What follows belongs to an exercise in optimizing a design on an open flow for small area, a short achievable clock period and few clock cycles per item; a production flow would make more cautious choices. At most, simulation tests tie the RTL to the original design; equivalence was not proved. Power and IR drop assume default switching activity.

==> inputs of trial 42 <==
// mdu36
module mdu36 (
    input  wire        clk,
    input  wire        rst,
    input  wire        start,
    input  wire [3:0]  op,
    input  wire        ctm,
    input  wire [35:0] a,
    input  wire [35:0] b,
    input  wire [71:0] c,
    output wire        ready,
    output reg         done,
    output wire [35:0] result,
    output wire [35:0] result_hi,
    output reg         dz,
    output reg         ovf,
    output reg         trap
);
Settings: LEC_CHECK=0, CAP_MARGIN=20, CORE_MARGIN=2, CORE_UTILIZATION=40, SETUP_SLACK_MARGIN=5, SLEW_MARGIN=20; clock period 13.0 ns.
run.sh (not shown) runs the stock make flow with config.mk's settings and CLKGATE_MAP_FILE= SYNTH_SCRIPT=/design/flow/synth_recipe.tcl, a recipe that flattens the netlist after the stock synthesis.
==> inputs of trial 45, as changes to trial 42 <==
--- a/flow/config.mk
+++ b/flow/config.mk
@@ -10,3 +10,2 @@
 export CORE_UTILIZATION = 40
-export SETUP_SLACK_MARGIN = 5
 export SLEW_MARGIN = 20
==> inputs of build 84, as changes to trial 42 <==
--- a/flow/config.mk
+++ b/flow/config.mk
@@ -10,3 +10,3 @@
 export CORE_UTILIZATION = 40
-export SETUP_SLACK_MARGIN = 5
+export SETUP_SLACK_MARGIN = 3
 export SLEW_MARGIN = 20
==> run_results.csv <==
group,metric,value,unit
route,met2_length,125,mm
power_and_ir_drop,clk-power,1.20,mW
layout,multi_input_area,0.0516,sq mm
power_and_ir_drop,comb_cell_power,21.3,mW
status,status,"complete, no violations",
power_and_ir_drop,swShare,55.2,%
power_and_ir_drop,vdd_drop_max,0.271,mV
worst_setup_path,cp-startpoint,"sq_r",
power_and_ir_drop,power.density,332,mW/mm^2
(the above is from trial 42)
==> run_results.csv <==
group,metric,value,unit
status,status,"complete, no violations",
worst_setup_path,cp.required,13.42,ns
power_and_ir_drop,swShare,57.9,%
power_and_ir_drop,power.density,358,mW/mm^2
worst_setup_path,cp-startpoint,"sq_r",
sta,worst_slew_pin_slew,1.14,ns
route,met2_length,127,mm
power_and_ir_drop,vdd_drop_max,0.404,mV
(the above is from trial 45)
==> run_results.csv <==
group,metric,value,unit
power_and_ir_drop,vdd_drop_max,0.496,mV
layout,multi_input_area,0.0482,sq mm
status,status,"complete, no violations",
power_and_ir_drop,swShare,57.7,%
(the above is from build 84)
Function was not checked in any run of this note: the RTL went through the layout flow alone.

========
==> inputs of wip/lagoon <==
mdu36, a different RTL version from the one above (not shown whole).
==> flow/design.v (excerpt) <==
module mdu36 (
    input  wire        clk,
    input  wire        rst,
    input  wire        start,
    input  wire [3:0]  op,
    input  wire        ctm,
    input  wire [35:0] a,
    input  wire [35:0] b,
    input  wire [71:0] c,
    output wire        ready,
    output reg         done,
    output wire [35:0] result,
    output wire [35:0] result_hi,
    output reg         dz,
    output reg         ovf,
    output reg         trap
);
Settings: LEC_CHECK=0, CAP_MARGIN=20, CORE_MARGIN=2, CORE_UTILIZATION=40, SETUP_SLACK_MARGIN=5, SLEW_MARGIN=20; clock period 13.0 ns.
==> inputs of wip/ember, as changes to wip/lagoon <==
--- a/flow/design.v
+++ b/flow/design.v
@@ -2740,13 +2740,20 @@
     wire        b_neg = in_signed & b[35];
     wire [35:0] a_mag = a_neg ? (~a + 36'd1) : a;
     wire [35:0] b_mag = b_neg ? (~b + 36'd1) : b;
     wire        bzero = (b == 36'd0);
     wire        in_ovf = in_signed & (a == 36'h800000000) & (b == 36'hFFFFFFFFF);
-    wire [5:0]  lza, lzb;
-    mdu36_lzc u_lza (.x(a ^ {36{a_neg}}), .n(lza));
-    mdu36_lzc u_lzb (.x(b ^ {36{b_neg}}), .n(lzb));
+    function [5:0] lzc36(input [35:0] x);
+        integer i;
+        begin
+            lzc36 = 6'd36;
+            for (i = 0; i < 36; i = i + 1)
+                if (x[i]) lzc36 = 6'd35 - i;
+        end
+    endfunction
+    wire [5:0]  lza = lzc36(a ^ {36{a_neg}});
+    wire [5:0]  lzb = lzc36(b ^ {36{b_neg}});
     wire [6:0]  kd  = {1'b0, lzb} - {1'b0, lza} + {6'd0, a_neg};
     wire        kneg = kd[6];
     wire [41:0] b_sh3  = {{(42-39){1'b0}}, b_mag, 3'b000};
     wire [41:0] d_init = b_sh3 << {kd[5:2], 2'b00};
     wire [3:0]  dit    = {1'b0, kd[5:2]} + 4'd1;
@@ -2796,21 +2803,19 @@
     end
     wire [3:0]  it_init = in_sqrt ? sqit : ((bzero | kneg) ? 4'd0 : dit);
     reg  [35:0] dr;           
     reg  [41:0] dd;           
     reg  [41:0] dq;           
-    reg  [35:0] dz_q;         
     reg  [3:0]  itc;          
     reg  [3:0]  tcnt;         
     reg         ctm_r, negq_r, negr_r;
     wire [35:0] r0 = dr;
     wire [41:0] d0 = dd;
     wire [41:0] q0 = dq;
-    wire [35:0] z0 = dz_q;
-    wire [41:0] s0_x1  = d0 | q0;
-    wire [41:0] s0_x2a = {1'b0, d0[41:1]} | {2'b00, q0[41:2]};
-    wire [41:0] s0_x2b = {1'b0, d0[41:1]} | q0 | {2'b00, q0[41:2]};
+    wire [41:0] s0_x1  = d0 | ({42{sq_r}} & q0);
+    wire [41:0] s0_x2a = {1'b0, d0[41:1]} | ({42{sq_r}} & {2'b00, q0[41:2]});
+    wire [41:0] s0_x2b = {1'b0, d0[41:1]} | ({42{sq_r}} & (q0 | {2'b00, q0[41:2]}));
     wire        s0_o1  = |s0_x1[41:36];
     wire        s0_o2a = |s0_x2a[41:36];
     wire        s0_o2b = |s0_x2b[41:36];
     wire [36:0] s0_t1  = {1'b0, r0} - {1'b0, s0_x1[35:0]};
     wire [36:0] s0_t2a = {1'b0, r0} - {1'b0, s0_x2a[35:0]};
@@ -2825,17 +2830,16 @@
     wire        s0_c2b = ~s0_o1 & ~s0_o2b & s0_u[37];
     wire        s0_g2  = s0_c1 ? s0_c2b : s0_c2a;
     wire [35:0] r1 = s0_c1 ? (s0_c2b ? ~s0_u[35:0] : s0_t1[35:0])
                               : (s0_c2a ? s0_t2a[35:0] : r0);
     wire [41:0] d1 = {2'b00, d0[41:2]} |
-                      ({42{s0_c1}} & {1'b0, q0[41:1]}) |
-                      ({42{s0_g2}} & {2'b00, q0[41:2]});
-    wire [41:0] q1 = {4'b0000, q0[41:4]};
-    wire [35:0] z1 = {z0[33:0], s0_c1, s0_g2};
-    wire [41:0] s1_x1  = d1 | q1;
-    wire [41:0] s1_x2a = {1'b0, d1[41:1]} | {2'b00, q1[41:2]};
-    wire [41:0] s1_x2b = {1'b0, d1[41:1]} | q1 | {2'b00, q1[41:2]};
+                      ({42{sq_r & s0_c1}} & {1'b0, q0[41:1]}) |
+                      ({42{sq_r & s0_g2}} & {2'b00, q0[41:2]});
+    wire [41:0] q1 = sq_r ? {4'b0000, q0[41:4]} : {q0[39:0], s0_c1, s0_g2};
+    wire [41:0] s1_x1  = d1 | ({42{sq_r}} & q1);
+    wire [41:0] s1_x2a = {1'b0, d1[41:1]} | ({42{sq_r}} & {2'b00, q1[41:2]});
+    wire [41:0] s1_x2b = {1'b0, d1[41:1]} | ({42{sq_r}} & (q1 | {2'b00, q1[41:2]}));
     wire        s1_o1  = |s1_x1[41:36];
     wire        s1_o2a = |s1_x2a[41:36];
     wire        s1_o2b = |s1_x2b[41:36];
     wire [36:0] s1_t1  = {1'b0, r1} - {1'b0, s1_x1[35:0]};
     wire [36:0] s1_t2a = {1'b0, r1} - {1'b0, s1_x2a[35:0]};
@@ -2850,26 +2854,23 @@
     wire        s1_c2b = ~s1_o1 & ~s1_o2b & s1_u[37];
     wire        s1_g2  = s1_c1 ? s1_c2b : s1_c2a;
     wire [35:0] r2 = s1_c1 ? (s1_c2b ? ~s1_u[35:0] : s1_t1[35:0])
                               : (s1_c2a ? s1_t2a[35:0] : r1);
     wire [41:0] d2 = {2'b00, d1[41:2]} |
-                      ({42{s1_c1}} & {1'b0, q1[41:1]}) |
-                      ({42{s1_g2}} & {2'b00, q1[41:2]});
-    wire [41:0] q2 = {4'b0000, q1[41:4]};
-    wire [35:0] z2 = {z1[33:0], s1_c1, s1_g2};
+                      ({42{sq_r & s1_c1}} & {1'b0, q1[41:1]}) |
+                      ({42{sq_r & s1_g2}} & {2'b00, q1[41:2]});
+    wire [41:0] q2 = sq_r ? {4'b0000, q1[41:4]} : {q1[39:0], s1_c1, s1_g2};
     wire        running = busy & (itc != 4'd0);
     always @(posedge clk) begin
         if (acc & ~in_mul) begin
             dr <= a_mag;
             dd <= in_sqrt ? 42'd0 : d_init;
-            dq <= in_sqrt ? sqb : 42'd0;
-            dz_q <= bzero ? a_mag : 36'd0;
+            dq <= in_sqrt ? sqb : (bzero ? {{(42-36){1'b0}}, a_mag} : 42'd0);
         end else if (running) begin
             dr <= r2;
             dd <= d2;
             dq <= q2;
-            dz_q <= z2;
         end
     end
     always @(posedge clk) begin
         if (acc) begin
             mq_r   <= in_mulq;
@@ -2908,52 +2909,12 @@
                     done <= 1'b1;
                 end
             end
         end
     end
-    wire [35:0] dsel   = rem_r ? dr : (sq_r ? dd[35:0] : dz_q);
+    wire [35:0] dsel   = rem_r ? dr : (sq_r ? dd[35:0] : dq[35:0]);
     wire        dneg   = rem_r ? negr_r : negq_r;
     wire [35:0] divres = dneg ? (~dsel + 36'd1) : dsel;
     wire [35:0] mqres  = sat_r ? 36'h7FFFFFFFF : psum[70:35];
     assign result    = mul_r ? (mq_r ? mqres : psum[35:0]) : divres;
     assign result_hi = psum[71:36];
 endmodule
-module mdu36_lzc (
-    input  wire [35:0] x,
-    output wire [5:0]  n
-);
-    wire [63:0] w = {x, 1'b1, 27'd0};
-    wire [31:0] v1;
-    wire [31:0] c1;
-    wire [15:0] v2;
-    wire [31:0] c2;
-    wire [7:0]  v3;
-    wire [23:0] c3;
-    wire [3:0]  v4;
-    wire [15:0] c4;
-    wire [1:0]  v5;
-    wire [9:0]  c5;
-    genvar i;
-    generate
-        for (i = 0; i < 32; i = i + 1) begin : g1
-            assign v1[i] = w[2*i+1] | w[2*i];
-            assign c1[i] = ~w[2*i+1];
-        end
-        for (i = 0; i < 16; i = i + 1) begin : g2
-            assign v2[i] = v1[2*i+1] | v1[2*i];
-            assign c2[2*i+1:2*i] = v1[2*i+1] ? {1'b0, c1[2*i+1]} : {1'b1, c1[2*i]};
-        end
-        for (i = 0; i < 8; i = i + 1) begin : g3
-            assign v3[i] = v2[2*i+1] | v2[2*i];
-            assign c3[3*i+2:3*i] = v2[2*i+1] ? {1'b0, c2[4*i+3:4*i+2]} : {1'b1, c2[4*i+1:4*i]};
-        end
-        for (i = 0; i < 4; i = i + 1) begin : g4
-            assign v4[i] = v3[2*i+1] | v3[2*i];
-            assign c4[4*i+3:4*i] = v3[2*i+1] ? {1'b0, c3[6*i+5:6*i+3]} : {1'b1, c3[6*i+2:6*i]};
-        end
-        for (i = 0; i < 2; i = i + 1) begin : g5
-            assign v5[i] = v4[2*i+1] | v4[2*i];
-            assign c5[5*i+4:5*i] = v4[2*i+1] ? {1'b0, c4[8*i+7:8*i+4]} : {1'b1, c4[8*i+3:8*i]};
-        end
-    endgenerate
-    assign n = v5[1] ? {1'b0, c5[9:5]} : {1'b1, c5[4:0]};
-endmodule
Settings changed: SETUP_SLACK_MARGIN 5 to 4.5.
==> comparison table <==
|  | wip/lagoon | wip/ember |
|---|---|---|
| Number of global-route vias before repair | 63,000 | 69,000 |
| Routed len/inst | 30.8 um | 33.6 um |
| PwrDens | 316 mW/mm2 | 305 mW/mm2 |
| Clock buffer count in the final layout | 54 | 59 |
| Met2 routing resource usage after global routing | 54.6% | 60.1% |
| Multiplexer share of the synthesized area | 1.82% | 1.77% |
| Outcome | complete, no violations | complete, no violations |
| Combinational cell fraction of total power | 85.7% | 85.3% |
| Net switching power | 13,200 uW | 13,700 uW |
| Flip-flop and latch share of the layout cell area | 11.4% | 10.6% |
| Number of flops mapped to enable cells by yosys | 134 | 135 |
| Largest net degree at the start of global routing | 70 | 58 |
| Vertical die dimension | 412 um | 422 um |
| Fraction of the cycle the final worst path needs | 61.1% | 65.5% |
Testbench counts of wip/lagoon, summed over its fixed seeds: cycles 24,010, ops 16,000.
Testbench counts of wip/ember, summed over its fixed seeds: cycles 24,010, ops 16,000.

========
==> inputs of exp/ember <==
Another version of the RTL of mdu36 (not shown whole).
make LEC_CHECK=0 CAP_MARGIN=20 CORE_MARGIN=2 CORE_UTILIZATION=40 SETUP_SLACK_MARGIN=5 SLEW_MARGIN=20 finish   # period 13.0 ns
==> exp/delta (differences from exp/ember) <==
==> flow/flow/run.sh (new file) <==
#!/bin/bash
set -euo pipefail
bash standard.sh BUFFER_PORTS_ARGS="-buffer_cell sky130_fd_sc_hd__buf_4" SETUP_SLACK_MARGIN=6 finish > standard_flow.log 2>&1
==> flow/standard.sh (new file) <==
#!/bin/bash
# synth_recipe.tcl (not shown) runs the flow's synth.tcl, then flattens the netlist and writes it again
# the make line also repeats each setting of config.mk as NAME=value (left out here)
make -C /OpenROAD-flow-scripts/flow DESIGN_CONFIG=/design/flow/config.mk WORK_HOME=/design/flow/orfs CLKGATE_MAP_FILE= SYNTH_SCRIPT=/design/flow/synth_recipe.tcl "${@:-finish}"
removed: flow/run.sh
==> comparison <==
Flip-flop and latch count is the same in exp/ember and exp/delta.
exp/delta completed without violations. exp/ember completed with no timing, DRC or antenna violations.
Between exp/ember and exp/delta, the lower worst setup slack is in exp/ember (gap 0.54 ns).
Of exp/delta and exp/ember, exp/delta has the higher utilization (gap 3.6 points).
Of exp/ember and exp/delta, exp/delta has the higher routed wire length (gap about 5.5%, measured against exp/delta).
Cell count: exp/delta is larger than exp/ember (about 2.7%).
Total power: exp/delta is higher than exp/ember (about 19%).
Die area is the same in exp/delta and exp/ember.
==> figures <==
item                                                          exp/ember      exp/delta
Flop+latch power                                              0.00201 W      0.00200 W
Number of non-filler instances in the completed layout            10200          10500
Wire length of the first global-routing pass                  456000 um      480000 um
Finished Cell Area                                           76100 um^2     82100 um^2
Total of clock buffers placed in the layout                          49             53
Vias in the first global route                                    65800          68500
Sw frac                                                           55.0%          53.2%
Number of placed instances, taps included                          9987           9961
Comb pwr                                                       0.0189 W       0.0232 W
Status                                         timing/DRC/antenna clean  timing/DRC/antenna clean
Flip-flop and latch area                                      8430 um^2      8450 um^2
Pre-Repair DR Iteration Count                                         6              9
Ratio of total power to cell area                           295 nW/um^2    324 nW/um^2
Count of cells resized by post-cts repair                           168            852
Critical Path Start                                     rem_r$_DFFE_PP_  ps[7]$_DFF_P_
No run of this note included a check of the RTL's function; only the layout flow was run.

========
==> inputs of 10-24 <==
mdu36 with an RTL version that a note above also has.
clock: 13.0 ns
lec_check: 0
cap_margin: 20
core_margin: 2
core_utilization: 40
setup_slack_margin: 3
slew_margin: 20
Stock flow here: none of the scripts above is used.
==> 02-01: changes against 10-24 <==
- SETUP_SLACK_MARGIN: 3 -> 5
==> flow_summary.yaml <==
setup_path:
  cp_slowest_stage_delay_ns: 0.51
  crit_path_end_kind: "register"
  r2r_cells: 41
cts:
  worstSkewPairLatency_ns: 0.70
global_routing:
  grt_pass1_vias: 69600
pwr:
  powerClk_w: 0.00145
status:
  status: "finished clean"
# the run above: 02-01

==> flow_summary.yaml <==
finish:
  drive_above_1_share_pct: 6.57
routing:
  dr.first_iter.drc_count: 8472
setup_path:
  reg2reg_to: "dr[29]"
  r2r_cells: 33
  crit_path_end_kind: "output pin"
cts:
  worstSkewPairLatency_ns: 0.69
global_routing:
  antenna_found_initial: 19
  grt_pass1_vias: 67700
status:
  status: "finished clean"
sta:
  fmax_ghz: 0.0982
pwr:
  seqPwrFrac_pct: 9.0
floorplanning:
  rows: 153
# the run above: 10-24

Testbench counts of 10-24, summed over its fixed seeds: cycles 24,010, ops 16,000.
Testbench counts of 02-01, summed over its fixed seeds: cycles 24,010, ops 16,000.

========
==> branch garnet: inputs <==
mdu36, a different RTL version from the one above (not shown whole).
clock: 13.0 ns
lec_check: 0
cap_margin: 0
core_margin: 2
core_utilization: 40
setup_slack_margin: 5
slew_margin: 0
==> branch cedar: changes against branch garnet <==
==> flow/flow/run.sh (new file) <==
#!/bin/bash
set -euo pipefail
bash standard.sh BUFFER_PORTS_ARGS="-buffer_cell sky130_fd_sc_hd__buf_2" SETUP_SLACK_MARGIN=5.5 finish > standard_flow.log 2>&1
==> flow/standard.sh (new file) <==
#!/bin/bash
# synth_recipe.tcl (not shown) runs the flow's synth.tcl, then flattens the netlist and writes it again
# the make line also repeats each setting of config.mk as NAME=value (left out here)
make -C /OpenROAD-flow-scripts/flow DESIGN_CONFIG=/design/flow/config.mk WORK_HOME=/design/flow/orfs CLKGATE_MAP_FILE= SYNTH_SCRIPT=/design/flow/synth_recipe.tcl "${@:-finish}"
--- a/flow/config.mk
+++ b/flow/config.mk
@@ -7,3 +7,3 @@
 export LEC_CHECK = 0
-export CAP_MARGIN = 0
+export CAP_MARGIN = 20
 export CORE_MARGIN = 2
@@ -11,2 +11,2 @@
 export SETUP_SLACK_MARGIN = 5
-export SLEW_MARGIN = 0
+export SLEW_MARGIN = 20
removed: flow/run.sh
==> branch maple: changes against branch garnet <==
--- a/flow/config.mk
+++ b/flow/config.mk
@@ -7,6 +7,6 @@
 export LEC_CHECK = 0
-export CAP_MARGIN = 0
+export CAP_MARGIN = 20
 export CORE_MARGIN = 2
-export CORE_UTILIZATION = 40
+export CORE_UTILIZATION = 55
 export SETUP_SLACK_MARGIN = 5
-export SLEW_MARGIN = 0
+export SLEW_MARGIN = 20
==> impl_metrics.csv <==
group,metric,value,unit
timing,period_needed,7.63,ns
detailed_routing,routed-wl-met3,35700,µm
status,outcome,"timing/DRC/antenna clean",
grt,grt_max_degree,75,
worst_hold_path,hold_start,"itc[2]$_SDFFE_PP0P_",
critical_path,crit_chain,"fa_2 -> ha_1 -> a21o_1 -> a21o_1 -> a21oi_1 -> o21ai_0 -> a21oi_1 -> o21ai_0 -> a31oi_2 -> o21bai_1 -> xnor2_2 -> buf_4 -> o221ai_1 -> o21ai_0 -> buf_2",
cells_and_area,fillCellCount,15400,
grt,grt_util_met2,52.7,%
grt,grt_pass1_wl,425000,µm
detailed_routing,wl_met1,109000,µm
pwr,swShare,57.0,%
grt,grt.met3_usage,10.4,%
detailed_routing,vias_per_cell,6.25,
timing,post-route-period-util,58.7,%
grt,met1_usage,43.5,%
place,place_congestion,1.01,
clocking,clk_pin_slew,0.08,ns
cells_and_area,num-clock-buffers,57,
timing,tightestPinTransition,1.12,ns
critical_path,cp_num_cells,15,
-- figures above: branch cedar

==> impl_metrics.csv <==
group,metric,value,unit
status,outcome,"timing/DRC/antenna clean",
timing,post-route-period-util,61.6,%
clocking,clk_pin_slew,0.06,ns
worst_hold_path,hold_start,"itc[2]$_SDFFE_PP0P_",
detailed_routing,routed-wl-met3,43300,µm
detailed_routing,wl_met1,107000,µm
timing,period_needed,8.01,ns
grt,met1_usage,61.1,%
pwr,swShare,54.8,%
cells_and_area,fillCellCount,9976,
place,place_congestion,1.03,
-- figures above: branch maple

==> impl_metrics.csv <==
group,metric,value,unit
status,outcome,"timing/DRC/antenna clean",
clocking,clk_pin_slew,0.06,ns
critical_path,cp_num_cells,17,
timing,period_needed,8.00,ns
timing,tightestPinTransition,1.19,ns
grt,grt.met3_usage,9.44,%
timing,post-route-period-util,61.5,%
cells_and_area,fillCellCount,15600,
grt,grt_pass1_wl,425000,µm
detailed_routing,routed-wl-met3,34100,µm
critical_path,crit_chain,"ha_1 -> ha_1 -> fa_1 -> a21o_1 -> a221o_1 -> a211oi_2 -> nor3b_2 -> a211oi_2 -> buf_4 -> a21oi_4 -> a31oi_2 -> o21bai_1 -> xnor2_2 -> buf_4 -> o221ai_1 -> o21ai_0 -> clkdlybuf4s50_1",
pwr,swShare,55.8,%
-- figures above: branch garnet

Testbench counts of branch garnet, summed over its fixed seeds: cycles 24,010, ops 16,000.
Testbench counts of branch cedar, summed over its fixed seeds: cycles 24,010, ops 16,000.
Testbench counts of branch maple, summed over its fixed seeds: cycles 24,010, ops 16,000.

## static timing again, ports no longer ideal
The flow's constraints put no driver on any port. The routed layouts listed below were extracted and timed again, unchanged, in two steps.
Step 1: set_driving_cell puts a clkbuf_16 on clk and a buf_2 on each other input, an assumption about the parent block.
Step 2, shift: input delay + t, output delay - t, t = (earliest + latest rising clock arrival at the registers) / 2. This alone moves slack from input paths to output paths.
Three values: ideal ports, drivers, drivers and shift; two values: the first two.
| run | t, ns | slack for setup (ns) | clock arrival spread, ns |
|---|---|---|---|
| trial 42 | 0.728 | 3.868 / 3.868 / 3.737 | 0.043 / 0.043 |
| trial 45 | 0.708 | 1.083 / 1.083 / 1.083 | 0.043 / 0.043 |
| build 84 | 0.692 | 3.074 / 3.065 / 2.373 | 0.040 / 0.040 |
| wip/lagoon | 0.718 | 5.052 / 4.964 / 4.443 | 0.036 / 0.036 |
| wip/ember | 0.753 | 4.481 / 4.392 / 3.977 | 0.040 / 0.040 |
| exp/ember | 0.780 | 5.000 / 4.899 / 4.517 | 0.055 / 0.055 |
| exp/delta | 0.772 | 5.540 / 5.457 / 5.016 | 0.071 / 0.071 |
| 10-24 | 0.752 | 2.815 / 2.733 / 2.780 | 0.040 / 0.041 |
| 02-01 | 0.768 | 4.477 / 4.477 / 4.337 | 0.053 / 0.053 |
| branch garnet | 0.751 | 5.001 / 4.921 / 4.420 | 0.038 / 0.038 |
| branch cedar | 0.748 | 5.373 / 5.292 / 4.870 | 0.039 / 0.039 |
| branch maple | 0.722 | 4.992 / 4.907 / 4.452 | 0.019 / 0.020 |
After both steps setup and hold are still met in every run listed. The setup slack of build 84, which loses most, moves by -0.009 ns with the drivers and by -0.701 ns with both steps.
